This design comes from an exercise in tuning for small area, a short achievable clock period and few clock cycles per item on the open sky130 flow, not from production work. At most, simulation tests tie the RTL to the original design; equivalence was not proved. Power and IR drop assume default switching activity.

## rs144_dec
module rs144_dec (
  input  wire        clk,
  input  wire        rst,
  input  wire        in_valid,
  output wire        in_ready,
  input  wire [7:0]  in_data,
  output wire        out_valid,
  input  wire        out_ready,
  output wire        out_fail,
  output wire [2:0]  out_nerr,
  output wire [31:0] out_pos,
  output wire [31:0] out_val
);
==> flow/config.mk <==
export PLATFORM = sky130hd
export DESIGN_NAME = rs144_dec
export DESIGN_NICKNAME = rs144_dec
export VERILOG_FILES = /design/flow/design.v
export SDC_FILE = /design/flow/constraint.sdc
export NUM_CORES = 4
export LEC_CHECK = 0
export CAP_MARGIN = 20
export CORE_MARGIN = 2
export CORE_UTILIZATION = 60
export CTS_CLUSTER_DIAMETER = 100
export CTS_CLUSTER_SIZE = 20
export PLACE_DENSITY = 0.7
export SLEW_MARGIN = 20
==> flow/constraint.sdc <==
create_clock -name core_clock -period 10.0 [get_ports {clk}]
set_input_delay 2.0000 -clock core_clock [delete_from_list [all_inputs] [get_ports {clk}]]
set_output_delay 2.0000 -clock core_clock [all_outputs]
set_load 0.01 [all_outputs]
standard.sh (not shown) runs the stock make flow with config.mk's settings and CLKGATE_MAP_FILE= SYNTH_SCRIPT=/design/flow/synth_recipe.tcl, a recipe that flattens the netlist after the stock synthesis.
==> flow/flow/run.sh <==
#!/bin/bash
# Standard layout, with timing repair aimed below the design's period.
set -euo pipefail
bash standard.sh SETUP_SLACK_MARGIN=7.0 finish > flow_make.log 2>&1
Testbench counts at the start, summed over its fixed seeds: cycles 117,448, items 800.
Then changed:
--- a/flow/design.v
+++ b/flow/design.v
@@ -50,18 +50,20 @@
       end
       g16_mul = p;
     end
   endfunction
   function automatic [3:0] g16_inv(input [3:0] a);
     begin
-      case (a)
-        4'h0: g16_inv = 4'h0;  4'h1: g16_inv = 4'h1;  4'h2: g16_inv = 4'h9;  4'h3: g16_inv = 4'he;
-        4'h4: g16_inv = 4'hd;  4'h5: g16_inv = 4'hb;  4'h6: g16_inv = 4'h7;  4'h7: g16_inv = 4'h6;
-        4'h8: g16_inv = 4'hf;  4'h9: g16_inv = 4'h2;  4'ha: g16_inv = 4'hc;  4'hb: g16_inv = 4'h5;
-        4'hc: g16_inv = 4'ha;  4'hd: g16_inv = 4'h4;  4'he: g16_inv = 4'h3;  4'hf: g16_inv = 4'h8;
-      endcase
+      g16_inv[0] = a[0] ^ a[1] ^ a[2] ^ (a[0] & a[2]) ^ (a[1] & a[2]) ^ (a[0] & a[1] & a[2]) ^
+                   a[3] ^ (a[1] & a[2] & a[3]);
+      g16_inv[1] = (a[0] & a[1]) ^ (a[0] & a[2]) ^ (a[1] & a[2]) ^ a[3] ^ (a[1] & a[3]) ^
+                   (a[0] & a[1] & a[3]);
+      g16_inv[2] = (a[0] & a[1]) ^ a[2] ^ (a[0] & a[2]) ^ a[3] ^ (a[0] & a[3]) ^
+                   (a[0] & a[2] & a[3]);
+      g16_inv[3] = a[1] ^ a[2] ^ a[3] ^ (a[0] & a[3]) ^ (a[1] & a[3]) ^ (a[2] & a[3]) ^
+                   (a[1] & a[2] & a[3]);
     end
   endfunction
   function automatic [7:0] tw_mul(input [7:0] a, input [7:0] b);
     reg [3:0] hh, ll, mm;
     begin
       hh = g16_mul(a[7:4], b[7:4]);
@@ -241,22 +243,19 @@
       tmp <= prod;
   end
   reg  [7:0] tl [0:4];
   reg  [7:0] tw [0:3];
   reg        c_run, c_free;
   reg  [7:0] cpos;
-  reg        v1, r1, first1, last1;
-  reg  [7:0] lo1, ot1;       
   reg        v2, r2, first2, last2;
-  reg  [7:0] n2;             
-  reg  [3:0] di2;            
+  reg  [7:0] n2;
+  reg  [3:0] nrm2;
   reg        ov_valid, o_fail;
   reg  [2:0] o_nerr, nf;
   reg  [2:0] wL;
   reg        wbig;
-  reg  [7:0] wpos;
   reg  [7:0] pos [0:3];
   reg  [7:0] val [0:3];
   wire       c_abort  = v2 & first2 & ov_valid & ~out_ready;
   assign     c_commit = v2 & first2 & ~c_abort;
   assign     c_load_b = (bph == B_DONE) & c_free;
   wire       c_load   = c_load_b | c_abort;
@@ -275,29 +274,25 @@
       for (i = 1; i < 5; i = i + 1)
         tl[i] <= gf_mul(tl[i], alpha_pow(255 - i));
       for (i = 1; i < 4; i = i + 1)
         tw[i] <= gf_mul(tw[i], alpha_pow(255 - i));
     end
     cpos <= cpos_nx;
-    r1     <= ~|lam_val;
-    lo1    <= to_tower(lam_odd);
-    ot1    <= to_tower(om_val);
-    first1 <= (cpos == 8'd143);
-    last1  <= (cpos == 8'd0);
-    r2     <= r1;
-    n2     <= tw_mul(ot1, tw_conj(lo1));
-    di2    <= g16_inv(tw_norm(lo1));
-    first2 <= first1;
-    last2  <= last1;
+    r2     <= ~|lam_val;
+    n2     <= tw_mul(to_tower(om_val), tw_conj(to_tower(lam_odd)));
+    nrm2   <= tw_norm(to_tower(lam_odd));
+    first2 <= (cpos == 8'd143);
+    last2  <= (cpos == 8'd0);
   end
+  wire [3:0] di2     = g16_inv(nrm2);
   wire [7:0] err_t   = {g16_mul(n2[7:4], di2), g16_mul(n2[3:0], di2)};
   wire [7:0] err_val = from_tower(err_t);
-  wire [7:0] pos_w   = first2 ? 8'd143 : wpos;
-  wire [2:0] wl_cur  = first2 ? L[2:0] : wL;
+  wire [7:0] pos_w   = last2 ? 8'd0 : cpos + 8'd1;    
+  wire [1:0] wl_cur  = first2 ? L[1:0] : wL[1:0];
   wire [2:0] nf_cur  = first2 ? 3'd0 : nf;
-  wire [1:0] slot    = wl_cur[1:0] - 2'd1 - nf_cur[1:0];
+  wire [1:0] slot    = wl_cur - 2'd1 - nf_cur[1:0];
   wire [2:0] nf_fin  = nf_cur + {2'b00, r2};
   wire       wr      = v2 & ~c_abort;
   wire       fin_fail = wbig | (nf_fin != wL);
   reg  [3:0] upd;
   reg  [7:0] pos_t [0:3];
   reg  [7:0] val_t [0:3];
@@ -315,31 +310,28 @@
     end
   end
   always @(posedge clk) begin
     if (rst) begin
       c_run    <= 1'b0;
       c_free   <= 1'b1;
-      v1       <= 1'b0;
       v2       <= 1'b0;
       ov_valid <= 1'b0;
     end else begin
       c_run  <= c_run_nx;
       c_free <= ~c_run_nx | (cpos_nx == 8'd0);
-      v1     <= c_run & ~c_abort;
-      v2     <= v1 & ~c_abort;
+      v2     <= c_run & ~c_abort;
       if (ov_valid & out_ready)
         ov_valid <= 1'b0;
       if (wr & last2)
         ov_valid <= 1'b1;
     end
     if (wr) begin
       if (first2) begin
         wL   <= L[2:0];
         wbig <= (L > 4'd4);
       end
-      wpos <= pos_w - 8'd1;
       nf   <= nf_fin;
       if (last2) begin
         o_fail <= fin_fail;
         o_nerr <= fin_fail ? 3'd0 : nf_fin;
       end
     end
What happened:
- The changed run completed with no timing, DRC or antenna violations
- die area shrinks by 3.8%
- wire length is higher by 0.64%
- sequential power drops by 9.3%
- synthesized area came out lower by 3.8%
- core utilization rose by 3.6 points
- via count fell by 3.6%
- total power is lower by 17%
- global-route usage increases by 0.59 points
- critical path depth came out higher by 10
- fmax decreases by 2.0%
- worst hold slack improved by 0.11 ns
For the second run of this note, only the layout was checked, not whether the RTL still works.

-- afterwards: timing with drivers on the ports --
How much do the figures lean on ideal ports? The routed layouts below were timed once more, with nothing changed but the port constraints. Step 1 (the two cells are an assumption about what drives the block):
set clk [get_ports {clk}]
set_driving_cell -lib_cell sky130_fd_sc_hd__clkbuf_16 $clk
set_driving_cell -lib_cell sky130_fd_sc_hd__buf_2 [delete_from_list [all_inputs] $clk]
Step 2 also shifts input and output timing later by t, the mid clock arrival at the registers, as if the neighbouring blocks saw the same clock. a / b / c = ideal / step 1 / step 2; a / b = the first two.
| run | shift t [ns] | slack for setup (ns) | worst data-port slew with drivers (ns) |
|---|---|---|---|
| the first run | 0.630 | 6.851 / 6.797 / 6.388 | 0.05 |
| the second run | 0.617 | 6.786 / 6.786 / 6.365 | 0.06 |
After both steps setup and hold are still met in every run listed. The setup slack of the first run, which loses most, moves by -0.054 ns with the drivers and by -0.463 ns with both steps.
